Background: an optimization exercise with open tools, aiming at small area and a short achievable clock period. Do not read the settings as production practice. Only simulation tests tie the RTL to the original design; equivalence was not proved.

==> flow/design.v (outline; a module is shown in full before it is edited, if it fits) <==
// module hdr_merge: 55 lines
// module hdr_conv: 15 lines
// module hdr_scale: 1211 lines
module hdr_merge (
    input  wire        clk,
    input  wire        rst,         
    input  wire        in_valid,
    input  wire        depth,       
    input  wire [1:0]  nexp,        
    input  wire [11:0] code_l,
    input  wire        cg_l,
    input  wire [11:0] code_m,
    input  wire        cg_m,
    input  wire [11:0] code_s,
    input  wire        cg_s,
    input  wire [15:0] dark_l,      
    input  wire [15:0] dark_m,
    input  wire [15:0] dark_s,
    input  wire [31:0] ratio_m,     
    input  wire [31:0] ratio_s,     
    output reg         out_valid,
    output reg  [23:0] lin,
    output reg  [1:0]  lin_src      
);
  // ...
==> flow/run.sh <==
#!/bin/bash
# synth_recipe.tcl (not shown) runs the flow's synth.tcl, then flattens the netlist and writes it again
# the make line also repeats each setting of config.mk as NAME=value (left out here)
make -C /OpenROAD-flow-scripts/flow DESIGN_CONFIG=/design/flow/config.mk WORK_HOME=/design/flow/orfs CLKGATE_MAP_FILE= SYNTH_SCRIPT=/design/flow/synth_recipe.tcl finish
==> flow/config.mk <==
export PLATFORM = sky130hd
export DESIGN_NAME = hdr_merge
export DESIGN_NICKNAME = hdr_merge
export VERILOG_FILES = /design/flow/design.v
export SDC_FILE = /design/flow/constraint.sdc
export NUM_CORES = 4
export LEC_CHECK = 0
export CAP_MARGIN = 20
export CORE_MARGIN = 2
export CORE_UTILIZATION = 50
export SLEW_MARGIN = 20
==> flow/constraint.sdc <==
create_clock -name core_clock -period 13.0 [get_ports {clk}]
set_input_delay 2.6000 -clock core_clock [delete_from_list [all_inputs] [get_ports {clk}]]
set_output_delay 2.6000 -clock core_clock [all_outputs]
set_load 0.01 [all_outputs]
==> results_dict.tcl, run 1 <==
set metrics [dict create \
    cp.arrival_ns 8.35 \
    vias 15100 \
    regToRegEndpoint "r_sat" \
    grt_overflow_total 0 \
    antenna_cells 0 \
    largest_reg_flops 32 \
    crit_top_cell "fa_1" \
    vias_per_cell 5.68 \
    top_layer "met4" \
    inverters 337 \
    crit_path_max_fanout 18 \
    synth_warnings 1 \
    synth_top_area_share_pct 23.4 \
    r2r_cells 23 \
    dp_cells 2637 \
    crit_path_end_kind "flip-flop" \
    synth_edf_count 0 \
    place_ws_ns 4.92 \
    slowest_stage "ha_1" \
    groute.layer.met2.usage_pct 50.3 \
    syn-num-nets 2603 \
    clock-sinks 78 \
    synth.distinct_cells 73 \
    core_area_um2 34400 \
    seq_area_frac_synth_pct 8.99 \
    run_status "timing/DRC/antenna clean" \
    n_tap_cell 455 \
    dp_hpwl_um 40000 \
    htreeDepth 3 \
    die_h_um 190 \
    dominant-cell-class "multi-input gates" \
    holdBufCountCts 0 \
    whs_ns 0.327 \
    initial_core_util_pct 50.5 \
    rows 68 \
    cp_cell_sequence "ha_1 -> inv_1 -> o22ai_1 -> fa_1 -> fa_1 -> fa_1 -> inv_1 -> fa_1 -> inv_1 -> ha_1 -> nand2_1 -> nor4_1 -> nand3_1 -> o211ai_1 -> a41oi_1 -> nor2_1 -> a31o_2 -> a41oi_1 -> o21a_1 -> o21ai_0 -> fa_1 -> nor4_1 -> nand4_1" \
    period_needed_ns 8.12 \
    design.seq.count 78 \
]
==> module hdr_merge, before the edit <==
module hdr_merge (
    input  wire        clk,
    input  wire        rst,         
    input  wire        in_valid,
    input  wire        depth,       
    input  wire [1:0]  nexp,        
    input  wire [11:0] code_l,
    input  wire        cg_l,
    input  wire [11:0] code_m,
    input  wire        cg_m,
    input  wire [11:0] code_s,
    input  wire        cg_s,
    input  wire [15:0] dark_l,      
    input  wire [15:0] dark_m,
    input  wire [15:0] dark_s,
    input  wire [31:0] ratio_m,     
    input  wire [31:0] ratio_s,     
    output reg         out_valid,
    output reg  [23:0] lin,
    output reg  [1:0]  lin_src      
);
    wire [14:0] v_l, v_m, v_s;
    wire        hi_l, hi_m;         
    hdr_conv u_conv_l (.depth(depth), .code(code_l), .cg(cg_l), .dark(dark_l), .v(v_l));
    hdr_conv u_conv_m (.depth(depth), .code(code_m), .cg(cg_m), .dark(dark_m), .v(v_m));
    hdr_conv u_conv_s (.depth(depth), .code(code_s), .cg(cg_s), .dark(dark_s), .v(v_s));
    assign hi_l = &v_l[14:12];
    assign hi_m = &v_m[14:12];
    wire use_l = (nexp[1] == 1'b0) | ~hi_l;
    wire use_m = ~use_l & (nexp == 2'd3) & ~hi_m;
    reg        r_valid;
    reg [14:0] r_v;
    reg [31:0] r_ratio;
    reg [1:0]  r_src;
    always @(posedge clk) begin
        if (rst) r_valid <= 1'b0;
        else     r_valid <= in_valid;
        r_v     <= use_l ? v_l : use_m ? v_m : v_s;
        r_ratio <= use_l ? 32'h0001_0000 : use_m ? ratio_m : ratio_s;
        r_src   <= use_l ? 2'd0 : use_m ? 2'd1 : 2'd2;
    end
    wire [23:0] q;
    wire        sat;
    hdr_scale u_scale (.v(r_v), .ratio(r_ratio), .q(q), .sat(sat));
    reg [23:0] r_q;
    reg        r_sat;
    always @(posedge clk) begin
        if (rst) out_valid <= 1'b0;
        else     out_valid <= r_valid;
        r_q     <= q;
        r_sat   <= sat;
        lin_src <= r_src;
    end
    always @(*) lin = r_sat ? 24'hFFFFFF : r_q;
endmodule
==> run 2, diff against run 1 <==
--- a/flow/design.v
+++ b/flow/design.v
@@ -14,33 +14,36 @@
     input  wire [15:0] dark_m,
     input  wire [15:0] dark_s,
     input  wire [31:0] ratio_m,     
     input  wire [31:0] ratio_s,     
     output reg         out_valid,
     output reg  [23:0] lin,
     output reg  [1:0]  lin_src      
 );
-    wire [14:0] v_l, v_m, v_s;
-    wire        hi_l, hi_m;         
-    hdr_conv u_conv_l (.depth(depth), .code(code_l), .cg(cg_l), .dark(dark_l), .v(v_l));
-    hdr_conv u_conv_m (.depth(depth), .code(code_m), .cg(cg_m), .dark(dark_m), .v(v_m));
-    hdr_conv u_conv_s (.depth(depth), .code(code_s), .cg(cg_s), .dark(dark_s), .v(v_s));
-    assign hi_l = &v_l[14:12];
-    assign hi_m = &v_m[14:12];
+    wire [18:0] x_l, x_m, x_s;
+    hdr_diff u_diff_l (.depth(depth), .code(code_l), .cg(cg_l), .dark(dark_l), .x(x_l));
+    hdr_diff u_diff_m (.depth(depth), .code(code_m), .cg(cg_m), .dark(dark_m), .x(x_m));
+    hdr_diff u_diff_s (.depth(depth), .code(code_s), .cg(cg_s), .dark(dark_s), .x(x_s));
+    wire hi_l = cg_l & ~x_l[18] & (x_l[17] | x_l[16] | (&x_l[15:13]));
+    wire hi_m = cg_m & ~x_m[18] & (x_m[17] | x_m[16] | (&x_m[15:13]));
     wire use_l = (nexp[1] == 1'b0) | ~hi_l;
     wire use_m = ~use_l & (nexp == 2'd3) & ~hi_m;
+    wire [18:0] x  = use_l ? x_l  : use_m ? x_m  : x_s;
+    wire        cg = use_l ? cg_l : use_m ? cg_m : cg_s;
+    wire [14:0] xq = cg ? x[15:1] : x[18:4];
+    wire [14:0] v = x[18] ? 15'd0 : (cg & (|x[17:16])) ? 15'h7FFF : xq;
     reg        r_valid;
     reg [14:0] r_v;
     reg [31:0] r_ratio;
     reg [1:0]  r_src;
     always @(posedge clk) begin
         if (rst) r_valid <= 1'b0;
         else     r_valid <= in_valid;
-        r_v     <= use_l ? v_l : use_m ? v_m : v_s;
+        r_v     <= v;
         r_ratio <= use_l ? 32'h0001_0000 : use_m ? ratio_m : ratio_s;
         r_src   <= use_l ? 2'd0 : use_m ? 2'd1 : 2'd2;
     end
     wire [23:0] q;
     wire        sat;
     hdr_scale u_scale (.v(r_v), .ratio(r_ratio), .q(q), .sat(sat));
     reg [23:0] r_q;
     reg        r_sat;
@@ -48,30 +51,26 @@
         if (rst) out_valid <= 1'b0;
         else     out_valid <= r_valid;
         r_q     <= q;
         r_sat   <= sat;
         lin_src <= r_src;
     end
     always @(*) lin = r_sat ? 24'hFFFFFF : r_q;
 endmodule
-module hdr_conv (
+module hdr_diff (
     input  wire        depth,
     input  wire [11:0] code,
     input  wire        cg,
     input  wire [15:0] dark,
-    output wire [14:0] v
+    output wire [18:0] x
 );
     wire [17:0] code16 = depth ? {code, 6'd0} : {2'd0, code, 4'd0};
     wire [17:0] a      = {code16[17:4], cg ? 4'd1 : 4'd8};
-    wire [18:0] x      = {1'b0, a} - {3'b000, dark};    
-    wire [17:0] q      = cg ? x[17:1] : {4'd0, x[17:4]};
-    wire        neg    = x[18];
-    wire        ovf    = cg & (|x[17:16]);
-    assign v = neg ? 15'd0 : ovf ? 15'h7FFF : q[14:0];
+    assign x = {1'b0, a} - {3'b000, dark};
 endmodule
 module hdr_scale (
     input  wire [14:0] v,
     input  wire [31:0] ratio,
     output wire [23:0] q,       
     output wire        sat      
 );
     wire one1 = v[0];
@@ -1087,195 +1086,158 @@
     wire g1007 = g0[33] | (p0[33] & g0[32]);
     wire pp1008 = p0[33] & p0[32];
     wire g1009 = g0[35] | (p0[35] & g0[34]);
     wire pp1010 = p0[35] & p0[34];
     wire g1011 = g0[37] | (p0[37] & g0[36]);
     wire pp1012 = p0[37] & p0[36];
     wire g1013 = g0[39] | (p0[39] & g0[38]);
     wire pp1014 = p0[39] & p0[38];
-    wire g1015 = g0[41] | (p0[41] & g0[40]);
-    wire pp1016 = p0[41] & p0[40];
-    wire g1017 = g0[43] | (p0[43] & g0[42]);
-    wire pp1018 = p0[43] & p0[42];
-    wire g1019 = g0[45] | (p0[45] & g0[44]);
-    wire pp1020 = p0[45] & p0[44];
-    wire g1021 = g0[47] | (p0[47] & g0[46]);
-    wire pp1022 = p0[47] & p0[46];
-    wire g1023 = g977 | (pp978 & g975);
-    wire pp1024 = pp978 & pp976;
-    wire g1025 = g981 | (pp982 & g979);
-    wire pp1026 = pp982 & pp980;
-    wire g1027 = g985 | (pp986 & g983);
-    wire pp1028 = pp986 & pp984;
-    wire g1029 = g989 | (pp990 & g987);
-    wire pp1030 = pp990 & pp988;
-    wire g1031 = g993 | (pp994 & g991);
-    wire pp1032 = pp994 & pp992;
-    wire g1033 = g997 | (pp998 & g995);
-    wire pp1034 = pp998 & pp996;
-    wire g1035 = g1001 | (pp1002 & g999);
-    wire pp1036 = pp1002 & pp1000;
-    wire g1037 = g1005 | (pp1006 & g1003);
-    wire pp1038 = pp1006 & pp1004;
-    wire g1039 = g1009 | (pp1010 & g1007);
-    wire pp1040 = pp1010 & pp1008;
-    wire g1041 = g1013 | (pp1014 & g1011);
-    wire pp1042 = pp1014 & pp1012;
-    wire g1043 = g1017 | (pp1018 & g1015);
-    wire pp1044 = pp1018 & pp1016;
-    wire g1045 = g1021 | (pp1022 & g1019);
-    wire pp1046 = pp1022 & pp1020;
-    wire g1047 = g1025 | (pp1026 & g1023);
-    wire pp1048 = pp1026 & pp1024;
-    wire g1049 = g1029 | (pp1030 & g1027);
-    wire pp1050 = pp1030 & pp1028;
-    wire g1051 = g1033 | (pp1034 & g1031);
-    wire pp1052 = pp1034 & pp1032;
-    wire g1053 = g1037 | (pp1038 & g1035);
-    wire pp1054 = pp1038 & pp1036;
-    wire g1055 = g1041 | (pp1042 & g1039);
-    wire pp1056 = pp1042 & pp1040;
-    wire g1057 = g1045 | (pp1046 & g1043);
-    wire pp1058 = pp1046 & pp1044;
-    wire g1059 = g1049 | (pp1050 & g1047);
-    wire pp1060 = pp1050 & pp1048;
-    wire g1061 = g1053 | (pp1054 & g1051);
-    wire pp1062 = pp1054 & pp1052;
-    wire g1063 = g1057 | (pp1058 & g1055);
-    wire pp1064 = pp1058 & pp1056;
-    wire g1065 = g1061 | (pp1062 & g1059);
-    wire pp1066 = pp1062 & pp1060;
-    wire g1067 = g1063 | (pp1064 & g1065);
-    wire pp1068 = pp1064 & pp1066;
-    wire g1069 = g1051 | (pp1052 & g1059);
-    wire pp1070 = pp1052 & pp1060;
-    wire g1071 = g1055 | (pp1056 & g1065);
-    wire pp1072 = pp1056 & pp1066;
-    wire g1073 = g1027 | (pp1028 & g1047);
-    wire pp1074 = pp1028 & pp1048;
-    wire g1075 = g1031 | (pp1032 & g1059);
-    wire pp1076 = pp1032 & pp1060;
-    wire g1077 = g1035 | (pp1036 & g1069);
-    wire pp1078 = pp1036 & pp1070;
-    wire g1079 = g1039 | (pp1040 & g1065);
-    wire pp1080 = pp1040 & pp1066;
-    wire g1081 = g1043 | (pp1044 & g1071);
-    wire pp1082 = pp1044 & pp1072;
-    wire g1083 = g979 | (pp980 & g1023);
-    wire pp1084 = pp980 & pp1024;
-    wire g1085 = g983 | (pp984 & g1047);
-    wire pp1086 = pp984 & pp1048;
-    wire g1087 = g987 | (pp988 & g1073);
-    wire pp1088 = pp988 & pp1074;
-    wire g1089 = g991 | (pp992 & g1059);
-    wire pp1090 = pp992 & pp1060;
-    wire g1091 = g995 | (pp996 & g1075);
-    wire pp1092 = pp996 & pp1076;
-    wire g1093 = g999 | (pp1000 & g1069);
-    wire pp1094 = pp1000 & pp1070;
-    wire g1095 = g1003 | (pp1004 & g1077);
-    wire pp1096 = pp1004 & pp1078;
-    wire g1097 = g1007 | (pp1008 & g1065);
-    wire pp1098 = pp1008 & pp1066;
-    wire g1099 = g1011 | (pp1012 & g1079);
-    wire pp1100 = pp1012 & pp1080;
-    wire g1101 = g1015 | (pp1016 & g1071);
-    wire pp1102 = pp1016 & pp1072;
-    wire g1103 = g1019 | (pp1020 & g1081);
-    wire pp1104 = pp1020 & pp1082;
-    wire g1105 = g0[2] | (p0[2] & g975);
-    wire pp1106 = p0[2] & pp976;
-    wire g1107 = g0[4] | (p0[4] & g1023);
-    wire pp1108 = p0[4] & pp1024;
-    wire g1109 = g0[6] | (p0[6] & g1083);
-    wire pp1110 = p0[6] & pp1084;
-    wire g1111 = g0[8] | (p0[8] & g1047);
-    wire pp1112 = p0[8] & pp1048;
-    wire g1113 = g0[10] | (p0[10] & g1085);
-    wire pp1114 = p0[10] & pp1086;
-    wire g1115 = g0[12] | (p0[12] & g1073);
-    wire pp1116 = p0[12] & pp1074;
-    wire g1117 = g0[14] | (p0[14] & g1087);
-    wire pp1118 = p0[14] & pp1088;
-    wire g1119 = g0[16] | (p0[16] & g1059);
-    wire pp1120 = p0[16] & pp1060;
-    wire g1121 = g0[18] | (p0[18] & g1089);
-    wire pp1122 = p0[18] & pp1090;
-    wire g1123 = g0[20] | (p0[20] & g1075);
-    wire pp1124 = p0[20] & pp1076;
-    wire g1125 = g0[22] | (p0[22] & g1091);
-    wire pp1126 = p0[22] & pp1092;
-    wire g1127 = g0[24] | (p0[24] & g1069);
-    wire pp1128 = p0[24] & pp1070;
-    wire g1129 = g0[26] | (p0[26] & g1093);
-    wire pp1130 = p0[26] & pp1094;
-    wire g1131 = g0[28] | (p0[28] & g1077);
-    wire pp1132 = p0[28] & pp1078;
-    wire g1133 = g0[30] | (p0[30] & g1095);
-    wire pp1134 = p0[30] & pp1096;
-    wire g1135 = g0[32] | (p0[32] & g1065);
-    wire pp1136 = p0[32] & pp1066;
-    wire g1137 = g0[34] | (p0[34] & g1097);
-    wire pp1138 = p0[34] & pp1098;
-    wire g1139 = g0[36] | (p0[36] & g1079);
-    wire pp1140 = p0[36] & pp1080;
-    wire g1141 = g0[38] | (p0[38] & g1099);
-    wire pp1142 = p0[38] & pp1100;
-    wire g1143 = g0[40] | (p0[40] & g1071);
-    wire pp1144 = p0[40] & pp1072;
-    wire g1145 = g0[42] | (p0[42] & g1101);
-    wire pp1146 = p0[42] & pp1102;
-    wire g1147 = g0[44] | (p0[44] & g1081);
-    wire pp1148 = p0[44] & pp1082;
-    wire g1149 = g0[46] | (p0[46] & g1103);
-    wire pp1150 = p0[46] & pp1104;
-    wire sm1151 = p0[1] ^ g0[0];
-    wire sm1152 = p0[2] ^ g975;
-    wire sm1153 = p0[3] ^ g1105;
-    wire sm1154 = p0[4] ^ g1023;
-    wire sm1155 = p0[5] ^ g1107;
-    wire sm1156 = p0[6] ^ g1083;
-    wire sm1157 = p0[7] ^ g1109;
-    wire sm1158 = p0[8] ^ g1047;
-    wire sm1159 = p0[9] ^ g1111;
-    wire sm1160 = p0[10] ^ g1085;
-    wire sm1161 = p0[11] ^ g1113;
-    wire sm1162 = p0[12] ^ g1073;
-    wire sm1163 = p0[13] ^ g1115;
-    wire sm1164 = p0[14] ^ g1087;
-    wire sm1165 = p0[15] ^ g1117;
-    wire sm1166 = p0[16] ^ g1059;
-    wire sm1167 = p0[17] ^ g1119;
-    wire sm1168 = p0[18] ^ g1089;
-    wire sm1169 = p0[19] ^ g1121;
-    wire sm1170 = p0[20] ^ g1075;
-    wire sm1171 = p0[21] ^ g1123;
-    wire sm1172 = p0[22] ^ g1091;
-    wire sm1173 = p0[23] ^ g1125;
-    wire sm1174 = p0[24] ^ g1069;
-    wire sm1175 = p0[25] ^ g1127;
-    wire sm1176 = p0[26] ^ g1093;
-    wire sm1177 = p0[27] ^ g1129;
-    wire sm1178 = p0[28] ^ g1077;
-    wire sm1179 = p0[29] ^ g1131;
-    wire sm1180 = p0[30] ^ g1095;
-    wire sm1181 = p0[31] ^ g1133;
-    wire sm1182 = p0[32] ^ g1065;
-    wire sm1183 = p0[33] ^ g1135;
-    wire sm1184 = p0[34] ^ g1097;
-    wire sm1185 = p0[35] ^ g1137;
-    wire sm1186 = p0[36] ^ g1079;
-    wire sm1187 = p0[37] ^ g1139;
-    wire sm1188 = p0[38] ^ g1099;
-    wire sm1189 = p0[39] ^ g1141;
-    wire sm1190 = p0[40] ^ g1071;
-    wire sm1191 = p0[41] ^ g1143;
-    wire sm1192 = p0[42] ^ g1101;
-    wire sm1193 = p0[43] ^ g1145;
-    wire sm1194 = p0[44] ^ g1081;
-    wire sm1195 = p0[45] ^ g1147;
-    wire sm1196 = p0[46] ^ g1103;
-    wire sm1197 = p0[47] ^ g1149;
-    wire [47:0] sum = {sm1197, sm1196, sm1195, sm1194, sm1193, sm1192, sm1191, sm1190, sm1189, sm1188, sm1187, sm1186, sm1185, sm1184, sm1183, sm1182, sm1181, sm1180, sm1179, sm1178, sm1177, sm1176, sm1175, sm1174, sm1173, sm1172, sm1171, sm1170, sm1169, sm1168, sm1167, sm1166, sm1165, sm1164, sm1163, sm1162, sm1161, sm1160, sm1159, sm1158, sm1157, sm1156, sm1155, sm1154, sm1153, sm1152, sm1151, p0[0]};
+    wire g1015 = g977 | (pp978 & g975);
+    wire pp1016 = pp978 & pp976;
+    wire g1017 = g981 | (pp982 & g979);
+    wire pp1018 = pp982 & pp980;
+    wire g1019 = g985 | (pp986 & g983);
+    wire pp1020 = pp986 & pp984;
+    wire g1021 = g989 | (pp990 & g987);
+    wire pp1022 = pp990 & pp988;
+    wire g1023 = g993 | (pp994 & g991);
+    wire pp1024 = pp994 & pp992;
+    wire g1025 = g997 | (pp998 & g995);
+    wire pp1026 = pp998 & pp996;
+    wire g1027 = g1001 | (pp1002 & g999);
+    wire pp1028 = pp1002 & pp1000;
+    wire g1029 = g1005 | (pp1006 & g1003);
+    wire pp1030 = pp1006 & pp1004;
+    wire g1031 = g1009 | (pp1010 & g1007);
+    wire pp1032 = pp1010 & pp1008;
+    wire g1033 = g1013 | (pp1014 & g1011);
+    wire pp1034 = pp1014 & pp1012;
+    wire g1035 = g1017 | (pp1018 & g1015);
+    wire pp1036 = pp1018 & pp1016;
+    wire g1037 = g1021 | (pp1022 & g1019);
+    wire pp1038 = pp1022 & pp1020;
+    wire g1039 = g1025 | (pp1026 & g1023);
+    wire pp1040 = pp1026 & pp1024;
+    wire g1041 = g1029 | (pp1030 & g1027);
+    wire pp1042 = pp1030 & pp1028;
+    wire g1043 = g1033 | (pp1034 & g1031);
+    wire pp1044 = pp1034 & pp1032;
+    wire g1045 = g1037 | (pp1038 & g1035);
+    wire pp1046 = pp1038 & pp1036;
+    wire g1047 = g1041 | (pp1042 & g1039);
+    wire pp1048 = pp1042 & pp1040;
+    wire g1049 = g1047 | (pp1048 & g1045);
+    wire pp1050 = pp1048 & pp1046;
+    wire g1051 = g1039 | (pp1040 & g1045);
+    wire pp1052 = pp1040 & pp1046;
+    wire g1053 = g1043 | (pp1044 & g1049);
+    wire pp1054 = pp1044 & pp1050;
+    wire g1055 = g1019 | (pp1020 & g1035);
+    wire pp1056 = pp1020 & pp1036;
+    wire g1057 = g1023 | (pp1024 & g1045);
+    wire pp1058 = pp1024 & pp1046;
+    wire g1059 = g1027 | (pp1028 & g1051);
+    wire pp1060 = pp1028 & pp1052;
+    wire g1061 = g1031 | (pp1032 & g1049);
+    wire pp1062 = pp1032 & pp1050;
+    wire g1063 = g979 | (pp980 & g1015);
+    wire pp1064 = pp980 & pp1016;
+    wire g1065 = g983 | (pp984 & g1035);
+    wire pp1066 = pp984 & pp1036;
+    wire g1067 = g987 | (pp988 & g1055);
+    wire pp1068 = pp988 & pp1056;
+    wire g1069 = g991 | (pp992 & g1045);
+    wire pp1070 = pp992 & pp1046;
+    wire g1071 = g995 | (pp996 & g1057);
+    wire pp1072 = pp996 & pp1058;
+    wire g1073 = g999 | (pp1000 & g1051);
+    wire pp1074 = pp1000 & pp1052;
+    wire g1075 = g1003 | (pp1004 & g1059);
+    wire pp1076 = pp1004 & pp1060;
+    wire g1077 = g1007 | (pp1008 & g1049);
+    wire pp1078 = pp1008 & pp1050;
+    wire g1079 = g1011 | (pp1012 & g1061);
+    wire pp1080 = pp1012 & pp1062;
+    wire g1081 = g0[2] | (p0[2] & g975);
+    wire pp1082 = p0[2] & pp976;
+    wire g1083 = g0[4] | (p0[4] & g1015);
+    wire pp1084 = p0[4] & pp1016;
+    wire g1085 = g0[6] | (p0[6] & g1063);
+    wire pp1086 = p0[6] & pp1064;
+    wire g1087 = g0[8] | (p0[8] & g1035);
+    wire pp1088 = p0[8] & pp1036;
+    wire g1089 = g0[10] | (p0[10] & g1065);
+    wire pp1090 = p0[10] & pp1066;
+    wire g1091 = g0[12] | (p0[12] & g1055);
+    wire pp1092 = p0[12] & pp1056;
+    wire g1093 = g0[14] | (p0[14] & g1067);
+    wire pp1094 = p0[14] & pp1068;
+    wire g1095 = g0[16] | (p0[16] & g1045);
+    wire pp1096 = p0[16] & pp1046;
+    wire g1097 = g0[18] | (p0[18] & g1069);
+    wire pp1098 = p0[18] & pp1070;
+    wire g1099 = g0[20] | (p0[20] & g1057);
+    wire pp1100 = p0[20] & pp1058;
+    wire g1101 = g0[22] | (p0[22] & g1071);
+    wire pp1102 = p0[22] & pp1072;
+    wire g1103 = g0[24] | (p0[24] & g1051);
+    wire pp1104 = p0[24] & pp1052;
+    wire g1105 = g0[26] | (p0[26] & g1073);
+    wire pp1106 = p0[26] & pp1074;
+    wire g1107 = g0[28] | (p0[28] & g1059);
+    wire pp1108 = p0[28] & pp1060;
+    wire g1109 = g0[30] | (p0[30] & g1075);
+    wire pp1110 = p0[30] & pp1076;
+    wire g1111 = g0[32] | (p0[32] & g1049);
+    wire pp1112 = p0[32] & pp1050;
+    wire g1113 = g0[34] | (p0[34] & g1077);
+    wire pp1114 = p0[34] & pp1078;
+    wire g1115 = g0[36] | (p0[36] & g1061);
+    wire pp1116 = p0[36] & pp1062;
+    wire g1117 = g0[38] | (p0[38] & g1079);
+    wire pp1118 = p0[38] & pp1080;
+    wire sm1119 = p0[1] ^ g0[0];
+    wire sm1120 = p0[2] ^ g975;
+    wire sm1121 = p0[3] ^ g1081;
+    wire sm1122 = p0[4] ^ g1015;
+    wire sm1123 = p0[5] ^ g1083;
+    wire sm1124 = p0[6] ^ g1063;
+    wire sm1125 = p0[7] ^ g1085;
+    wire sm1126 = p0[8] ^ g1035;
+    wire sm1127 = p0[9] ^ g1087;
+    wire sm1128 = p0[10] ^ g1065;
+    wire sm1129 = p0[11] ^ g1089;
+    wire sm1130 = p0[12] ^ g1055;
+    wire sm1131 = p0[13] ^ g1091;
+    wire sm1132 = p0[14] ^ g1067;
+    wire sm1133 = p0[15] ^ g1093;
+    wire sm1134 = p0[16] ^ g1045;
+    wire sm1135 = p0[17] ^ g1095;
+    wire sm1136 = p0[18] ^ g1069;
+    wire sm1137 = p0[19] ^ g1097;
+    wire sm1138 = p0[20] ^ g1057;
+    wire sm1139 = p0[21] ^ g1099;
+    wire sm1140 = p0[22] ^ g1071;
+    wire sm1141 = p0[23] ^ g1101;
+    wire sm1142 = p0[24] ^ g1051;
+    wire sm1143 = p0[25] ^ g1103;
+    wire sm1144 = p0[26] ^ g1073;
+    wire sm1145 = p0[27] ^ g1105;
+    wire sm1146 = p0[28] ^ g1059;
+    wire sm1147 = p0[29] ^ g1107;
+    wire sm1148 = p0[30] ^ g1075;
+    wire sm1149 = p0[31] ^ g1109;
+    wire sm1150 = p0[32] ^ g1049;
+    wire sm1151 = p0[33] ^ g1111;
+    wire sm1152 = p0[34] ^ g1077;
+    wire sm1153 = p0[35] ^ g1113;
+    wire sm1154 = p0[36] ^ g1061;
+    wire sm1155 = p0[37] ^ g1115;
+    wire sm1156 = p0[38] ^ g1079;
+    wire sm1157 = p0[39] ^ g1117;
+    wire [39:0] sum = {sm1157, sm1156, sm1155, sm1154, sm1153, sm1152, sm1151, sm1150, sm1149, sm1148, sm1147, sm1146, sm1145, sm1144, sm1143, sm1142, sm1141, sm1140, sm1139, sm1138, sm1137, sm1136, sm1135, sm1134, sm1133, sm1132, sm1131, sm1130, sm1129, sm1128, sm1127, sm1126, sm1125, sm1124, sm1123, sm1122, sm1121, sm1120, sm1119, p0[0]};
     assign q = sum[39:16];
-    assign sat = |sum[47:40];
+    wire [7:0] ha = opa[47:40], hb = opb[47:40];
+    wire z0 = ((ha ^ hb) == {(ha[6:0] | hb[6:0]), 1'b0});
+    wire z1 = &(ha ^ hb);
+    assign sat = ~(g1053 ? z1 : z0);
 endmodule
==> flow/config.mk (replaced) <==
export PLATFORM = sky130hd
export DESIGN_NAME = hdr_merge
export DESIGN_NICKNAME = hdr_merge
export VERILOG_FILES = /design/flow/design.v
export SDC_FILE = /design/flow/constraint.sdc
export NUM_CORES = 4
export LEC_CHECK = 0
export CAP_MARGIN = 20
export CORE_MARGIN = 2
export CORE_UTILIZATION = 50
export SETUP_SLACK_MARGIN = 5
export SLEW_MARGIN = 20
==> run 2 against run 1 <==
First-iteration DRC count up 9.2%. Setup slack better by 0.49 ns. Hold slack better by 0.0028 ns.
==> results_dict.tcl, run 2 <==
set metrics [dict create \
    run_status "timing/DRC/antenna clean" \
    synth.area.top_cells "fa_1 (23%), xnor2_1 (11%), ha_1 (9.8%)" \
    drt-total-wl_um 52600 \
    tns_ns 0 \
    synth.most_common_cell "inv_1" \
    placedInstanceArea_um2 19200 \
    route.detailed.drc 0 \
    synth_seq_cells 78 \
    hold_viol_final 0 \
    largestRegisters "r_ratio x32, r_q x24, r_v x15" \
    final_cell_mix "inv_1 (322), xnor2_1 (211), fa_1 (199)" \
    place_congestion 0.947 \
    final_nets 2669 \
    timing.final.crit_share_pct 58.7 \
    grt_max_degree 57 \
    cts_setup_buffers 0 \
    insertion_delay_ns 0.38 \
    synth_top_area_cell "fa_1" \
    numCtsBuffers 9 \
    critPathMaxStageDelay_ns 0.56 \
    drive_gt1_share_pct 5.63 \
    antenna_found_initial 0 \
    clock-sinks 78 \
    clkTransAtPathRegs_ns 0.08 \
    period_needed_ns 7.63 \
    die-area_um2 35800 \
    slowest_stage "fa_1" \
    holdBufCountCts 0 \
    drt-pass1-iter-count 5 \
    grt_overflow_total 0 \
    ant_nets 0 \
    groute.layer.met2.usage_pct 51.7 \
    worstSetupPathType "flip-flop to flip-flop" \
    synth.distinct_cells 72 \
    fillCellCount 3155 \
    htreeDepth 3 \
    fmax_ghz 0.131 \
    synth_area_um2 17200 \
    grt_usage_pct 30.0 \
    die_h_um 189 \
    place_ws_ns 4.93 \
    cp.arrival_ns 7.90 \
    tightest_slew_ns 1.08 \
    core_area_um2 33700 \
    min_path_type "flip-flop to flip-flop" \
    largest_reg_flops 32 \
    crit_path_max_fanout 56 \
    syn_to_final_growth_pct 13.9 \
    whs_ns 0.330 \
    cts-resized-gates 0 \
    final_common_cell "inv_1" \
    met1_usage_pct 36.9 \
    syn_inst 2104 \
    synthTopCellsByCount "inv_1 (323), xnor2_1 (211), fa_1 (199), nand2_1 (172), ha_1 (134)" \
    syn-num-nets 2594 \
    cts_tree "built" \
    top_usage_layer "met2" \
    vias 15300 \
    dp_hpwl_um 41600 \
    design_area_um2 19500 \
    drt_iter0_drc 1046 \
    top_register "r_ratio" \
    crit_path_end_kind "flip-flop" \
    clockBufferDepth 2 \
    rsz0062_at_grt "true" \
    synth_top_area_share_pct 23.2 \
    vias_per_cell 5.80 \
    timing.final.ws_setup_ns 5.37 \
    num_io_pins 184 \
    finalSetupViolCount 0 \
    async_flop_share_pct 0 \
    drv_slew 0 \
    wl_per_cell_um 20.0 \
    synth.avg_cell_area_um2 8.16 \
    seq_area_frac_synth_pct 9.10 \
    crit_required_ns 13.27 \
    grt_pass1_wl_um 84300 \
    grt_pass1_vias 15800 \
    die_w_um 189 \
    max-cap-violations 0 \
    synth_ff_type "dfxtp_1" \
    crit_top_cell "fa_1" \
    synth_warnings 1 \
    initial_core_util_pct 50.9 \
    grtUsageMet3_pct 4.80 \
    rows 67 \
    slew_headroom_pct 28.2 \
    synth_edf_count 0 \
    cts-root-buf "clkbuf_16" \
    cp-start-kind "flip-flop" \
    io_buffer_count 183 \
    skew_ns 0.0219 \
    antenna_cells 0 \
]
-- run 2: cell count changes after synthesis, sizes merged, moves of 12 or more --
cell    before  now
a21oi      100  121
mux2i       44   13
nand2      111  172
nor2       112   69
o211ai      26    8
o21ai       88   67
xnor2      195  211
xor2        54   42
-- run 2: area by class of cell --
| cell class | count | area (um2) | area share, % |
|---|---|---|---|
| inverters | 329 | 1240 | 6.36 |
| flip-flops and latches | 78 | 1560 | 7.99 |
| well taps | 448 | 561 | 2.87 |
| clock buffers | 10 | 229 | 1.17 |
| clock inverters | 6 | 93.8 | 0.480 |
| multi-input cells | 1557 | 13800 | 70.9 |
| repair buffers | 203 | 2000 | 10.2 |
| repair inverters | 1 | 5.00 | 0.0256 |
-- run 2: through the flow --
step,utilization (%),cells
2_1_floorplan,-,2104
3_3_place_gp,56.9,2614
3_5_place_dp,56.9,2614
4_1_cts,57.8,2630
5_1_grt,58.0,2632
6_report,58.0,2632
-- run 2: final timing paths --
kind	startpoint	to	slack [ns]	depth (start not counted)
min reg2reg	r_src[1]	lin_src[1]	0.33	0
min	r_src[1]	lin_src[1]	0.33	0
max	r_v[1]	r_q[23]	5.37	25
max reg2reg	r_v[1]	r_q[23]	5.37	25
-- run 2: cell families after synthesis --
logic type / after synthesis / synth area share [%]
adder cells (fa/ha/maj): 333 / 33.0
XOR/XNOR: 253 / 12.9
flip-flops: 78 / 9.10
AND/OR/NAND/NOR: 387 / 10.5
buffers and inverters: 469 / 10.4
AO/OA/AOI/OAI: 540 / 21.3
multiplexers: 44 / 2.79
-- run 2: per-layer routing --
| metal | part of all wire [%] | routed length (um) |
|---|---|---|
| met1 | 41 | 21300 |
| met4 | 4.7 | 2480 |
| met2 | 49 | 25500 |
| met3 | 6.2 | 3280 |
| met5 | 0 | 0 |
-- run 2: worst max-delay path: cells and delay by family (launching register included) --
| kind | cells | cell delay, ns |
|---|---|---|
| adders and majority gates | 7 | 2.89 |
| buffers and inverters | 4 | 0.95 |
| DFF | 1 | 0.31 |
| AOI/OAI and AO/OA | 8 | 2.27 |
| xor gates and xnor gates | 2 | 0.47 |
| and+or+nand+nor | 4 | 0.61 |
==> run 3, diff against run 2 <==
--- a/flow/config.mk
+++ b/flow/config.mk
@@ -8,5 +8,4 @@
 export CAP_MARGIN = 20
 export CORE_MARGIN = 2
 export CORE_UTILIZATION = 50
-export SETUP_SLACK_MARGIN = 5
 export SLEW_MARGIN = 20
==> run 3 against run 2 <==
Clock skew hardly changed. Setup slack worse by 0.29 ns. Critical path type unchanged. Critical endpoint unchanged. Synthesized cell count stayed put. Via count is 0.14% lower.
==> results_dict.tcl, run 3 <==
set metrics [dict create \
    run_status "timing/DRC/antenna clean" \
    place_congestion 0.947 \
    final_common_cell "inv_1" \
    wl_per_cell_um 20.0 \
    fillCellCount 3156 \
    rsz0062_at_grt "false" \
    max-cap-violations 0 \
    synth_top_area_cell "fa_1" \
    drt-pass1-iter-count 5 \
    top_register "r_ratio" \
    drv_slew 0 \
    drt-total-wl_um 52500 \
    synth_top_area_share_pct 23.2 \
    ant_nets 0 \
    grt_pass1_vias 15800 \
    numCtsBuffers 9 \
    finalSetupViolCount 0 \
    cts_tree "built" \
    grt_usage_pct 30.0 \
    antenna_cells 0 \
    syn_to_final_growth_pct 13.8 \
    hold_viol_final 0 \
    rows 67 \
    drive_gt1_share_pct 5.45 \
    route.detailed.drc 0 \
    min_path_type "flip-flop to flip-flop" \
    slew_headroom_pct 25.9 \
    crit_path_end_kind "flip-flop" \
    seq_area_frac_synth_pct 9.10 \
    dp_hpwl_um 41600 \
    syn_inst 2104 \
    cts-resized-gates 0 \
    synthTopCellsByCount "inv_1 (323), xnor2_1 (211), fa_1 (199), nand2_1 (172), ha_1 (134)" \
    grt_overflow_total 0 \
    synth.area.top_cells "fa_1 (23%), xnor2_1 (11%), ha_1 (9.8%)" \
    synth_warnings 1 \
    insertion_delay_ns 0.38 \
    synth.most_common_cell "inv_1" \
    cp.arrival_ns 8.19 \
    grt_max_degree 57 \
    cts-root-buf "clkbuf_16" \
    worstSetupPathType "flip-flop to flip-flop" \
    crit_required_ns 13.27 \
    wl_met1_um 21400 \
    met2WireLength_um 25400 \
    synth_ff_type "dfxtp_1" \
    final_nets 2668 \
    clockBufferDepth 2 \
    syn-num-nets 2594 \
    fmax_ghz 0.126 \
    whs_ns 0.330 \
    final_cell_mix "inv_1 (323), xnor2_1 (211), fa_1 (199)" \
    place_ws_ns 4.93 \
    clkTransAtPathRegs_ns 0.08 \
    drt_iter0_drc 1034 \
    route.met3.wl_um 3230 \
    crit_path_max_fanout 56 \
    die-area_um2 35800 \
    initial_core_util_pct 50.9 \
    holdBufCountCts 0 \
    async_flop_share_pct 0 \
    skew_ns 0.0223 \
    synth.avg_cell_area_um2 8.16 \
    io_buffer_count 183 \
    cp-start-kind "flip-flop" \
    htreeDepth 3 \
    vias 15300 \
    cts_setup_buffers 0 \
    num_io_pins 184 \
    synth_area_um2 17200 \
    core_area_um2 33700 \
    synth_seq_cells 78 \
    vias_per_cell 5.80 \
    tightest_slew_ns 1.11 \
    die_w_um 189 \
    top_layer "met4" \
    synth.distinct_cells 72 \
    synth_edf_count 0 \
    clock-sinks 78 \
    timing.final.ws_setup_ns 5.08 \
    r2r_cells 23 \
    largest_reg_flops 32 \
    period_needed_ns 7.92 \
    timing.final.crit_share_pct 60.9 \
    antenna_found_initial 0 \
    tns_ns 0 \
    whs_path_depth 0 \
    largestRegisters "r_ratio x32, r_q x24, r_v x15" \
    grt_pass1_wl_um 84300 \
    die_h_um 189 \
    postLayoutCoreUtil_pct 57.9 \
]
[run 3: cell type report]
| type | instances | area, um2 | area share, % |
|---|---|---|---|
| inverter | 329 | 1230 | 6.33 |
| tap | 448 | 561 | 2.87 |
| clock inverter | 6 | 93.8 | 0.481 |
| sequential | 78 | 1560 | 8.00 |
| multi-input combinational | 1557 | 13800 | 70.9 |
| clock buffer | 10 | 229 | 1.17 |
| timing repair buffer | 203 | 2000 | 10.2 |
[run 3: routing by layer]
metal | vias up | global-route usage, %
li1 | 7203 | -
met1 | 7382 | 36.9
met2 | 536 | 51.7
met3 | 135 | 4.80
met4 | 0 | 13.9
met5 | - | 0
[run 3: through the flow]
stage          instances  instance area, um2
2_1_floorplan       2104               17200
4_1_cts             2630               19500
6_report            2631               19500
5_1_grt             2631               19500
3_5_place_dp        2614               19200
3_3_place_gp        2614               19200
[run 3: worst paths after layout]
path	startpoint	to	slack [ns]
min	r_src[1]	lin_src[1]	0.33
min reg2reg	r_src[1]	lin_src[1]	0.33
max reg2reg	r_v[1]	r_q[23]	5.08
max	r_v[1]	r_q[23]	5.08
[run 3: cell families (layout without fill, tap and decap cells)]
group,count (synthesis),after routing,share of synthesized area [%]
muxes,44,44,2.79
buffers and inverters,469,548,10.4
AOI/OAI and AO/OA,540,540,21.3
adders and majority gates,333,333,33.0
and+or+nand+nor,387,387,10.5
xor gates and xnor gates,253,253,12.9
DFF,78,78,9.10
[run 3: worst max-delay path, cell delays in order (launching register included)]
cell      delay (ns)
dfxtp_1         0.31
buf_4           0.47
ha_1            0.62
clkinv_1        0.69
o22ai_1         0.41
fa_1            0.47
fa_1            0.45
fa_1            0.49
inv_1           0.05
fa_1            0.50
inv_1           0.04
ha_1            0.28
a21o_1          0.18
a21o_1          0.21
nor3_1          0.21
o21ai_0         0.11
a21oi_1         0.47
o41a_1          0.44
o31ai_1         0.24
a311o_1         0.47
nand3_1         0.11
nand2_1         0.07
fa_1            0.38
xor2_1          0.14
==> run 4, diff against run 3 <==
--- a/flow/design.v
+++ b/flow/design.v
@@ -27,34 +27,43 @@
     wire hi_m = cg_m & ~x_m[18] & (x_m[17] | x_m[16] | (&x_m[15:13]));
     wire use_l = (nexp[1] == 1'b0) | ~hi_l;
     wire use_m = ~use_l & (nexp == 2'd3) & ~hi_m;
-    wire [18:0] x  = use_l ? x_l  : use_m ? x_m  : x_s;
-    wire        cg = use_l ? cg_l : use_m ? cg_m : cg_s;
-    wire [14:0] xq = cg ? x[15:1] : x[18:4];
-    wire [14:0] v = x[18] ? 15'd0 : (cg & (|x[17:16])) ? 15'h7FFF : xq;
-    reg        r_valid;
-    reg [14:0] r_v;
-    reg [31:0] r_ratio;
-    reg [1:0]  r_src;
+    reg        r1_valid;
+    reg [18:0] r1_x;
+    reg        r1_cg;
+    reg [31:0] r1_ratio;
+    reg [1:0]  r1_src;
     always @(posedge clk) begin
-        if (rst) r_valid <= 1'b0;
-        else     r_valid <= in_valid;
-        r_v     <= v;
-        r_ratio <= use_l ? 32'h0001_0000 : use_m ? ratio_m : ratio_s;
-        r_src   <= use_l ? 2'd0 : use_m ? 2'd1 : 2'd2;
+        if (rst) r1_valid <= 1'b0;
+        else     r1_valid <= in_valid;
+        r1_x     <= use_l ? x_l  : use_m ? x_m  : x_s;
+        r1_cg    <= use_l ? cg_l : use_m ? cg_m : cg_s;
+        r1_ratio <= use_l ? 32'h0001_0000 : use_m ? ratio_m : ratio_s;
+        r1_src   <= use_l ? 2'd0 : use_m ? 2'd1 : 2'd2;
     end
-    wire [23:0] q;
-    wire        sat;
-    hdr_scale u_scale (.v(r_v), .ratio(r_ratio), .q(q), .sat(sat));
-    reg [23:0] r_q;
-    reg        r_sat;
+    wire [14:0] xq = r1_cg ? r1_x[15:1] : r1_x[18:4];
+    wire [14:0] v  = r1_x[18] ? 15'd0 : (r1_cg & (|r1_x[17:16])) ? 15'h7FFF : xq;
+    wire [23:0] ca, cb;
+    wire        c16, z0, z1;
+    hdr_csa u_csa (.v(v), .ratio(r1_ratio), .ca(ca), .cb(cb), .c16(c16), .z0(z0), .z1(z1));
+    reg        r2_valid;
+    reg [23:0] r2_a, r2_b;
+    reg        r2_c, r2_z0, r2_z1;
     always @(posedge clk) begin
-        if (rst) out_valid <= 1'b0;
-        else     out_valid <= r_valid;
-        r_q     <= q;
-        r_sat   <= sat;
-        lin_src <= r_src;
+        if (rst) r2_valid <= 1'b0;
+        else     r2_valid <= r1_valid;
+        r2_a    <= ca;
+        r2_b    <= cb;
+        r2_c    <= c16;
+        r2_z0   <= z0;
+        r2_z1   <= z1;
     end
-    always @(*) lin = r_sat ? 24'hFFFFFF : r_q;
+    wire [24:0] sum = {1'b0, r2_a} + {1'b0, r2_b} + {24'd0, r2_c};
+    wire        sat = ~(sum[24] ? r2_z1 : r2_z0);
+    always @(*) begin
+        out_valid = r2_valid;
+        lin       = sat ? 24'hFFFFFF : sum[23:0];
+    end
+    always @(posedge clk) lin_src <= r1_src;
 endmodule
 module hdr_diff (
     input  wire        depth,
@@ -67,11 +76,14 @@
     wire [17:0] a      = {code16[17:4], cg ? 4'd1 : 4'd8};
     assign x = {1'b0, a} - {3'b000, dark};
 endmodule
-module hdr_scale (
+module hdr_csa (
     input  wire [14:0] v,
     input  wire [31:0] ratio,
-    output wire [23:0] q,       
-    output wire        sat      
+    output wire [23:0] ca,
+    output wire [23:0] cb,
+    output wire        c16,
+    output wire        z0,
+    output wire        z1
 );
     wire one1 = v[0];
     wire two2 = v[1] & ~v[0];
@@ -1049,195 +1061,40 @@
     wire s974 = ~p517;
     wire [47:0] opa = {p517, c973, c971, c969, c967, c965, c963, c961, c959, c957, c955, c953, c951, c949, c947, c945, c943, c941, c939, c937, c935, c933, c931, c929, c927, c925, c923, c921, c919, c917, c915, c913, c911, c909, c907, c905, c903, c901, c899, c897, c895, c893, c891, c889, c887, s886, p36, p35};
     wire [47:0] opb = {1'b1, s974, s972, s970, s968, s966, s964, s962, s960, s958, s956, s954, s952, s950, s948, s946, s944, s942, s940, s938, s936, s934, s932, s930, s928, s926, s924, s922, s920, s918, s916, s914, s912, s910, s908, s906, s904, s902, s900, s898, s896, s894, s892, s890, s888, neg71, 1'b0, v[1]};
-    wire [47:0] g0 = opa & opb;
-    wire [47:0] p0 = opa ^ opb;
-    wire g975 = g0[1] | (p0[1] & g0[0]);
-    wire pp976 = p0[1] & p0[0];
-    wire g977 = g0[3] | (p0[3] & g0[2]);
-    wire pp978 = p0[3] & p0[2];
-    wire g979 = g0[5] | (p0[5] & g0[4]);
-    wire pp980 = p0[5] & p0[4];
-    wire g981 = g0[7] | (p0[7] & g0[6]);
-    wire pp982 = p0[7] & p0[6];
-    wire g983 = g0[9] | (p0[9] & g0[8]);
-    wire pp984 = p0[9] & p0[8];
-    wire g985 = g0[11] | (p0[11] & g0[10]);
-    wire pp986 = p0[11] & p0[10];
-    wire g987 = g0[13] | (p0[13] & g0[12]);
-    wire pp988 = p0[13] & p0[12];
-    wire g989 = g0[15] | (p0[15] & g0[14]);
-    wire pp990 = p0[15] & p0[14];
-    wire g991 = g0[17] | (p0[17] & g0[16]);
-    wire pp992 = p0[17] & p0[16];
-    wire g993 = g0[19] | (p0[19] & g0[18]);
-    wire pp994 = p0[19] & p0[18];
-    wire g995 = g0[21] | (p0[21] & g0[20]);
-    wire pp996 = p0[21] & p0[20];
-    wire g997 = g0[23] | (p0[23] & g0[22]);
-    wire pp998 = p0[23] & p0[22];
-    wire g999 = g0[25] | (p0[25] & g0[24]);
-    wire pp1000 = p0[25] & p0[24];
-    wire g1001 = g0[27] | (p0[27] & g0[26]);
-    wire pp1002 = p0[27] & p0[26];
-    wire g1003 = g0[29] | (p0[29] & g0[28]);
-    wire pp1004 = p0[29] & p0[28];
-    wire g1005 = g0[31] | (p0[31] & g0[30]);
-    wire pp1006 = p0[31] & p0[30];
-    wire g1007 = g0[33] | (p0[33] & g0[32]);
-    wire pp1008 = p0[33] & p0[32];
-    wire g1009 = g0[35] | (p0[35] & g0[34]);
-    wire pp1010 = p0[35] & p0[34];
-    wire g1011 = g0[37] | (p0[37] & g0[36]);
-    wire pp1012 = p0[37] & p0[36];
-    wire g1013 = g0[39] | (p0[39] & g0[38]);
-    wire pp1014 = p0[39] & p0[38];
-    wire g1015 = g977 | (pp978 & g975);
-    wire pp1016 = pp978 & pp976;
-    wire g1017 = g981 | (pp982 & g979);
-    wire pp1018 = pp982 & pp980;
-    wire g1019 = g985 | (pp986 & g983);
-    wire pp1020 = pp986 & pp984;
-    wire g1021 = g989 | (pp990 & g987);
-    wire pp1022 = pp990 & pp988;
-    wire g1023 = g993 | (pp994 & g991);
-    wire pp1024 = pp994 & pp992;
-    wire g1025 = g997 | (pp998 & g995);
-    wire pp1026 = pp998 & pp996;
-    wire g1027 = g1001 | (pp1002 & g999);
-    wire pp1028 = pp1002 & pp1000;
-    wire g1029 = g1005 | (pp1006 & g1003);
-    wire pp1030 = pp1006 & pp1004;
-    wire g1031 = g1009 | (pp1010 & g1007);
-    wire pp1032 = pp1010 & pp1008;
-    wire g1033 = g1013 | (pp1014 & g1011);
-    wire pp1034 = pp1014 & pp1012;
-    wire g1035 = g1017 | (pp1018 & g1015);
-    wire pp1036 = pp1018 & pp1016;
-    wire g1037 = g1021 | (pp1022 & g1019);
-    wire pp1038 = pp1022 & pp1020;
-    wire g1039 = g1025 | (pp1026 & g1023);
-    wire pp1040 = pp1026 & pp1024;
-    wire g1041 = g1029 | (pp1030 & g1027);
-    wire pp1042 = pp1030 & pp1028;
-    wire g1043 = g1033 | (pp1034 & g1031);
-    wire pp1044 = pp1034 & pp1032;
-    wire g1045 = g1037 | (pp1038 & g1035);
-    wire pp1046 = pp1038 & pp1036;
-    wire g1047 = g1041 | (pp1042 & g1039);
-    wire pp1048 = pp1042 & pp1040;
-    wire g1049 = g1047 | (pp1048 & g1045);
-    wire pp1050 = pp1048 & pp1046;
-    wire g1051 = g1039 | (pp1040 & g1045);
-    wire pp1052 = pp1040 & pp1046;
-    wire g1053 = g1043 | (pp1044 & g1049);
-    wire pp1054 = pp1044 & pp1050;
-    wire g1055 = g1019 | (pp1020 & g1035);
-    wire pp1056 = pp1020 & pp1036;
-    wire g1057 = g1023 | (pp1024 & g1045);
-    wire pp1058 = pp1024 & pp1046;
-    wire g1059 = g1027 | (pp1028 & g1051);
-    wire pp1060 = pp1028 & pp1052;
-    wire g1061 = g1031 | (pp1032 & g1049);
-    wire pp1062 = pp1032 & pp1050;
-    wire g1063 = g979 | (pp980 & g1015);
-    wire pp1064 = pp980 & pp1016;
-    wire g1065 = g983 | (pp984 & g1035);
-    wire pp1066 = pp984 & pp1036;
-    wire g1067 = g987 | (pp988 & g1055);
-    wire pp1068 = pp988 & pp1056;
-    wire g1069 = g991 | (pp992 & g1045);
-    wire pp1070 = pp992 & pp1046;
-    wire g1071 = g995 | (pp996 & g1057);
-    wire pp1072 = pp996 & pp1058;
-    wire g1073 = g999 | (pp1000 & g1051);
-    wire pp1074 = pp1000 & pp1052;
-    wire g1075 = g1003 | (pp1004 & g1059);
-    wire pp1076 = pp1004 & pp1060;
-    wire g1077 = g1007 | (pp1008 & g1049);
-    wire pp1078 = pp1008 & pp1050;
-    wire g1079 = g1011 | (pp1012 & g1061);
-    wire pp1080 = pp1012 & pp1062;
-    wire g1081 = g0[2] | (p0[2] & g975);
-    wire pp1082 = p0[2] & pp976;
-    wire g1083 = g0[4] | (p0[4] & g1015);
-    wire pp1084 = p0[4] & pp1016;
-    wire g1085 = g0[6] | (p0[6] & g1063);
-    wire pp1086 = p0[6] & pp1064;
-    wire g1087 = g0[8] | (p0[8] & g1035);
-    wire pp1088 = p0[8] & pp1036;
-    wire g1089 = g0[10] | (p0[10] & g1065);
-    wire pp1090 = p0[10] & pp1066;
-    wire g1091 = g0[12] | (p0[12] & g1055);
-    wire pp1092 = p0[12] & pp1056;
-    wire g1093 = g0[14] | (p0[14] & g1067);
-    wire pp1094 = p0[14] & pp1068;
-    wire g1095 = g0[16] | (p0[16] & g1045);
-    wire pp1096 = p0[16] & pp1046;
-    wire g1097 = g0[18] | (p0[18] & g1069);
-    wire pp1098 = p0[18] & pp1070;
-    wire g1099 = g0[20] | (p0[20] & g1057);
-    wire pp1100 = p0[20] & pp1058;
-    wire g1101 = g0[22] | (p0[22] & g1071);
-    wire pp1102 = p0[22] & pp1072;
-    wire g1103 = g0[24] | (p0[24] & g1051);
-    wire pp1104 = p0[24] & pp1052;
-    wire g1105 = g0[26] | (p0[26] & g1073);
-    wire pp1106 = p0[26] & pp1074;
-    wire g1107 = g0[28] | (p0[28] & g1059);
-    wire pp1108 = p0[28] & pp1060;
-    wire g1109 = g0[30] | (p0[30] & g1075);
-    wire pp1110 = p0[30] & pp1076;
-    wire g1111 = g0[32] | (p0[32] & g1049);
-    wire pp1112 = p0[32] & pp1050;
-    wire g1113 = g0[34] | (p0[34] & g1077);
-    wire pp1114 = p0[34] & pp1078;
-    wire g1115 = g0[36] | (p0[36] & g1061);
-    wire pp1116 = p0[36] & pp1062;
-    wire g1117 = g0[38] | (p0[38] & g1079);
-    wire pp1118 = p0[38] & pp1080;
-    wire sm1119 = p0[1] ^ g0[0];
-    wire sm1120 = p0[2] ^ g975;
-    wire sm1121 = p0[3] ^ g1081;
-    wire sm1122 = p0[4] ^ g1015;
-    wire sm1123 = p0[5] ^ g1083;
-    wire sm1124 = p0[6] ^ g1063;
-    wire sm1125 = p0[7] ^ g1085;
-    wire sm1126 = p0[8] ^ g1035;
-    wire sm1127 = p0[9] ^ g1087;
-    wire sm1128 = p0[10] ^ g1065;
-    wire sm1129 = p0[11] ^ g1089;
-    wire sm1130 = p0[12] ^ g1055;
-    wire sm1131 = p0[13] ^ g1091;
-    wire sm1132 = p0[14] ^ g1067;
-    wire sm1133 = p0[15] ^ g1093;
-    wire sm1134 = p0[16] ^ g1045;
-    wire sm1135 = p0[17] ^ g1095;
-    wire sm1136 = p0[18] ^ g1069;
-    wire sm1137 = p0[19] ^ g1097;
-    wire sm1138 = p0[20] ^ g1057;
-    wire sm1139 = p0[21] ^ g1099;
-    wire sm1140 = p0[22] ^ g1071;
-    wire sm1141 = p0[23] ^ g1101;
-    wire sm1142 = p0[24] ^ g1051;
-    wire sm1143 = p0[25] ^ g1103;
-    wire sm1144 = p0[26] ^ g1073;
-    wire sm1145 = p0[27] ^ g1105;
-    wire sm1146 = p0[28] ^ g1059;
-    wire sm1147 = p0[29] ^ g1107;
-    wire sm1148 = p0[30] ^ g1075;
-    wire sm1149 = p0[31] ^ g1109;
-    wire sm1150 = p0[32] ^ g1049;
-    wire sm1151 = p0[33] ^ g1111;
-    wire sm1152 = p0[34] ^ g1077;
-    wire sm1153 = p0[35] ^ g1113;
-    wire sm1154 = p0[36] ^ g1061;
-    wire sm1155 = p0[37] ^ g1115;
-    wire sm1156 = p0[38] ^ g1079;
-    wire sm1157 = p0[39] ^ g1117;
-    wire [39:0] sum = {sm1157, sm1156, sm1155, sm1154, sm1153, sm1152, sm1151, sm1150, sm1149, sm1148, sm1147, sm1146, sm1145, sm1144, sm1143, sm1142, sm1141, sm1140, sm1139, sm1138, sm1137, sm1136, sm1135, sm1134, sm1133, sm1132, sm1131, sm1130, sm1129, sm1128, sm1127, sm1126, sm1125, sm1124, sm1123, sm1122, sm1121, sm1120, sm1119, p0[0]};
-    assign q = sum[39:16];
+    wire g975 = (opa[1] & opb[1]) | ((opa[1] ^ opb[1]) & (opa[0] & opb[0]));
+    wire pp976 = (opa[1] ^ opb[1]) & (opa[0] ^ opb[0]);
+    wire g977 = (opa[3] & opb[3]) | ((opa[3] ^ opb[3]) & (opa[2] & opb[2]));
+    wire pp978 = (opa[3] ^ opb[3]) & (opa[2] ^ opb[2]);
+    wire g979 = (opa[5] & opb[5]) | ((opa[5] ^ opb[5]) & (opa[4] & opb[4]));
+    wire pp980 = (opa[5] ^ opb[5]) & (opa[4] ^ opb[4]);
+    wire g981 = (opa[7] & opb[7]) | ((opa[7] ^ opb[7]) & (opa[6] & opb[6]));
+    wire pp982 = (opa[7] ^ opb[7]) & (opa[6] ^ opb[6]);
+    wire g983 = (opa[9] & opb[9]) | ((opa[9] ^ opb[9]) & (opa[8] & opb[8]));
+    wire pp984 = (opa[9] ^ opb[9]) & (opa[8] ^ opb[8]);
+    wire g985 = (opa[11] & opb[11]) | ((opa[11] ^ opb[11]) & (opa[10] & opb[10]));
+    wire pp986 = (opa[11] ^ opb[11]) & (opa[10] ^ opb[10]);
+    wire g987 = (opa[13] & opb[13]) | ((opa[13] ^ opb[13]) & (opa[12] & opb[12]));
+    wire pp988 = (opa[13] ^ opb[13]) & (opa[12] ^ opb[12]);
+    wire g989 = (opa[15] & opb[15]) | ((opa[15] ^ opb[15]) & (opa[14] & opb[14]));
+    wire pp990 = (opa[15] ^ opb[15]) & (opa[14] ^ opb[14]);
+    wire g991 = g977 | (pp978 & g975);
+    wire pp992 = pp978 & pp976;
+    wire g993 = g981 | (pp982 & g979);
+    wire pp994 = pp982 & pp980;
+    wire g995 = g985 | (pp986 & g983);
+    wire pp996 = pp986 & pp984;
+    wire g997 = g989 | (pp990 & g987);
+    wire pp998 = pp990 & pp988;
+    wire g999 = g993 | (pp994 & g991);
+    wire pp1000 = pp994 & pp992;
+    wire g1001 = g997 | (pp998 & g995);
+    wire pp1002 = pp998 & pp996;
+    wire g1003 = g1001 | (pp1002 & g999);
+    wire pp1004 = pp1002 & pp1000;
+    assign ca = opa[39:16];
+    assign cb = opb[39:16];
+    assign c16 = g1003;
     wire [7:0] ha = opa[47:40], hb = opb[47:40];
-    wire z0 = ((ha ^ hb) == {(ha[6:0] | hb[6:0]), 1'b0});
-    wire z1 = &(ha ^ hb);
-    assign sat = ~(g1053 ? z1 : z0);
+    assign z0 = ((ha ^ hb) == {(ha[6:0] | hb[6:0]), 1'b0});
+    assign z1 = &(ha ^ hb);
 endmodule
--- a/flow/config.mk
+++ b/flow/config.mk
@@ -8,4 +8,5 @@
 export CAP_MARGIN = 20
 export CORE_MARGIN = 2
 export CORE_UTILIZATION = 50
+export SETUP_SLACK_MARGIN = 5
 export SLEW_MARGIN = 20
==> run 4 against run 3 <==
Critical path depth shrank 9. Hold slack about the same. Synthesized area is 4.4% higher. Clock skew is 0.013 ns lower. Synthesized cell count is 3.8% higher. Via count up 3.9%. Critical path type is now flip-flop to output pin. Critical endpoint is now lin[4]. Largest cell class unchanged.
==> results_dict.tcl, run 4 <==
set metrics [dict create \
    reg2reg_slack_ns 6.27 \
    cp-startpoint "r2_a[0]" \
    drt-pass1-iter-count 5 \
    slew_headroom_pct 24.9 \
    min_from "r1_src[0]" \
    holdBufCountCts 0 \
    clockBufferDepth 2 \
    slowest_stage "a311o_1" \
    antenna_found_initial 0 \
    drt_iter0_drc 1080 \
    whs_ns 0.330 \
    tightest_slew_ns 1.12 \
    multi_input_area_um2 14300 \
    fmax_ghz 0.136 \
    crit_required_ns 10.40 \
    place_congestion 0.931 \
    largest_reg_flops 32 \
    timing.final.crit_share_pct 56.4 \
    tns_ns 0 \
    antenna_cells 0 \
    die_h_um 193 \
    max-cap-violations 0 \
    numCtsBuffers 9 \
    finalSetupViolCount 0 \
    design_area_um2 20300 \
    period_needed_ns 7.34 \
    largestRegisters "r1_ratio x32, r2_a x24, r2_b x24" \
    skew_ns 0.00954 \
    synth_edf_count 0 \
    wl_met1_um 22400 \
    crit_path_max_fanout 24 \
    route.met3.wl_um 2900 \
    drv_slew 0 \
    top_register "r1_ratio" \
    crit_path_end_kind "output pin" \
    grt_usage_pct 27.9 \
    crit_family "compound AO/OA/AOI/OAI gates" \
    synth_ff_type "dfxtp_1" \
    rows 69 \
    cts_setup_buffers 0 \
    fin_cells 2715 \
    dp_cells 2699 \
    io_buffer_count 183 \
    synth_area_um2 17900 \
    hold_viol_final 0 \
    synth.distinct_cells 77 \
    clock-sinks 108 \
    grt_pass1_wl_um 84300 \
    route.detailed.drc 0 \
    synth_seq_cells 108 \
    wl_per_cell_um 19.1 \
    final_common_cell "inv_1" \
    run_status "timing/DRC/antenna clean" \
    reg2reg_from "r1_cg" \
    final_nets 2728 \
    vias 15900 \
    syn_inst 2184 \
    cp-start-kind "flip-flop" \
    placedInstanceArea_um2 19900 \
    drt-total-wl_um 52000 \
    cp_cell_sequence "inv_1 -> fa_1 -> inv_1 -> fa_1 -> a211oi_1 -> o21a_1 -> o21ai_0 -> a21oi_1 -> o21a_1 -> o22ai_1 -> nor3_1 -> a311o_1 -> o21ai_0 -> clkdlybuf4s50_1" \
    synthTopCellsByCount "inv_1 (245), nand2_1 (218), xnor2_1 (204), fa_1 (189), a21oi_1 (137)" \
    die-area_um2 37400 \
    min_path_type "flip-flop to flip-flop" \
    grt_max_degree 64 \
    synth_top_area_share_pct 21.1 \
    insertion_delay_ns 0.39 \
    drive_gt1_share_pct 4.17 \
    num_io_pins 184 \
    grt_overflow_total 0 \
    critPathMaxStageDelay_ns 0.82 \
    met2WireLength_um 25000 \
    cp.arrival_ns 4.74 \
    synth_top_area_cell "fa_1" \
    ant_nets 0 \
    syn-num-nets 2663 \
    cts-resized-gates 0 \
    final_cell_mix "inv_1 (245), nand2_1 (218), xnor2_1 (204)" \
    vias_per_cell 5.84 \
    r2r_cells 18 \
    htreeDepth 3 \
    synth.area.top_cells "fa_1 (21%), dfxtp_1 (12%), xnor2_1 (10%)" \
    synth.most_common_cell "inv_1" \
    async_flop_share_pct 0 \
    top_layer "met4" \
    regToRegEndpoint "r2_c" \
    hold_path_end "lin_src[0]" \
    seq_area_frac_synth_pct 12.1 \
    dp_hpwl_um 41600 \
    cts_tree "built" \
    syn_to_final_growth_pct 13.0 \
    core_area_um2 35400 \
    rsz0062_at_grt "false" \
    synth_warnings 1 \
    path_buf_inv 3 \
    initial_core_util_pct 50.6 \
    whs_path_depth 0 \
    fillCellCount 3389 \
    worstSetupPathType "flip-flop to output pin" \
    die_w_um 193 \
    synth.avg_cell_area_um2 8.21 \
    grt_pass1_vias 15900 \
    clkTransAtPathRegs_ns 0.08 \
    cts-root-buf "clkbuf_16" \
    regArea_um2 2160 \
]
## run 4: how the worst max path moves through the flow
stage / to / slack [ns] / cells past startpoint
finish: lin[4] / 5.66 / 14
global route: lin[4] / 5.14 / 14
CTS: lin[4] / 5.54 / 14
detailed placement: r1_x[17] / 5.92 / 14
global placement: r1_x[17] / 6.02 / 14
floorplan: r1_x[14] / 6.40 / 15
## run 4: final cells by class
cell class / instances / share of cell area [%]
clock buffer: 9 / 1.11
tap: 461 / 2.85
multi-input combinational: 1674 / 70.4
inverter: 251 / 4.65
timing repair buffer: 205 / 9.83
sequential: 108 / 10.7
clock inverter: 7 / 0.469
## run 4: per-stage QoR
stage / worst slack [ns] / util (%)
after floorplan: 6.40 / -
after global placement: 6.02 / 56.3
after detailed placement: 5.92 / 56.3
after CTS: 5.54 / 57.2
after global routing: 5.14 / 57.2
final: 5.66 / 57.2
## run 4: metal layers
metal | up-vias | global-route usage [%]
met2 | 512 | 48.1
met4 | 0 | 9.81
li1 | 7572 | -
met3 | 94 | 3.75
met5 | - | 0
met1 | 7677 | 35.7
## run 4: cells by family (layout without fill, tap and decap cells)
kind of cell / after synthesis / after routing / share of synthesized area, %
xor+xnor: 258 / 258 / 12.6
compound gates: 562 / 562 / 21.0
mux: 47 / 47 / 2.86
buf+inv: 402 / 472 / 8.73
flops: 108 / 108 / 12.1
fa+ha+maj: 322 / 322 / 30.4
simple gates: 485 / 485 / 12.3
## run 4: worst reg2reg max path, delay by kind of cell (launching register included)
kind | cells | cell delay [ns]
adder cells (fa/ha/maj) | 6 | 3.30
buffers and inverters | 5 | 1.34
AO/OA/AOI/OAI | 5 | 1.23
AND/OR/NAND/NOR | 2 | 0.39
flip-flops | 1 | 0.32

==> what the ideal ports hide <==
No port has a modelled driver above. Below, the same layouts with a new extraction and two added sets of constraints.
Step 1: set_driving_cell puts a clkbuf_16 on clk and a buf_2 on each other input, an assumption about the parent block.
Step 2 times the ports against the registers' clock, not the clock port: input delays grow and output delays shrink by t, the midpoint of the rising clock arrivals with the driver on.
a / b / c = no drivers / after step 1 / after step 2; a / b = the first two.
| run | t, ns | setup slack, ns | latest minus earliest clock arrival (ns) | worst register clock-pin slew, ns | worst data-port slew with drivers (ns) |
|---|---|---|---|---|---|
| run 1 | 0.413 | 4.884 / 4.884 / 4.884 | 0.011 / 0.011 | 0.07 / 0.07 | 0.06 |
| run 2 | 0.414 | 5.371 / 5.371 / 5.209 | 0.021 / 0.022 | 0.08 / 0.08 | 0.05 |
| run 3 | 0.415 | 5.080 / 5.080 / 4.972 | 0.022 / 0.022 | 0.08 / 0.08 | 0.05 |
| run 4 | 0.437 | 5.663 / 5.610 / 5.877 | 0.010 / 0.010 | 0.08 / 0.08 | 0.05 |
After both steps every run listed still meets setup and hold. The setup slack of run 2, which loses most, moves by 0.000 ns with the drivers and by -0.162 ns with both steps.
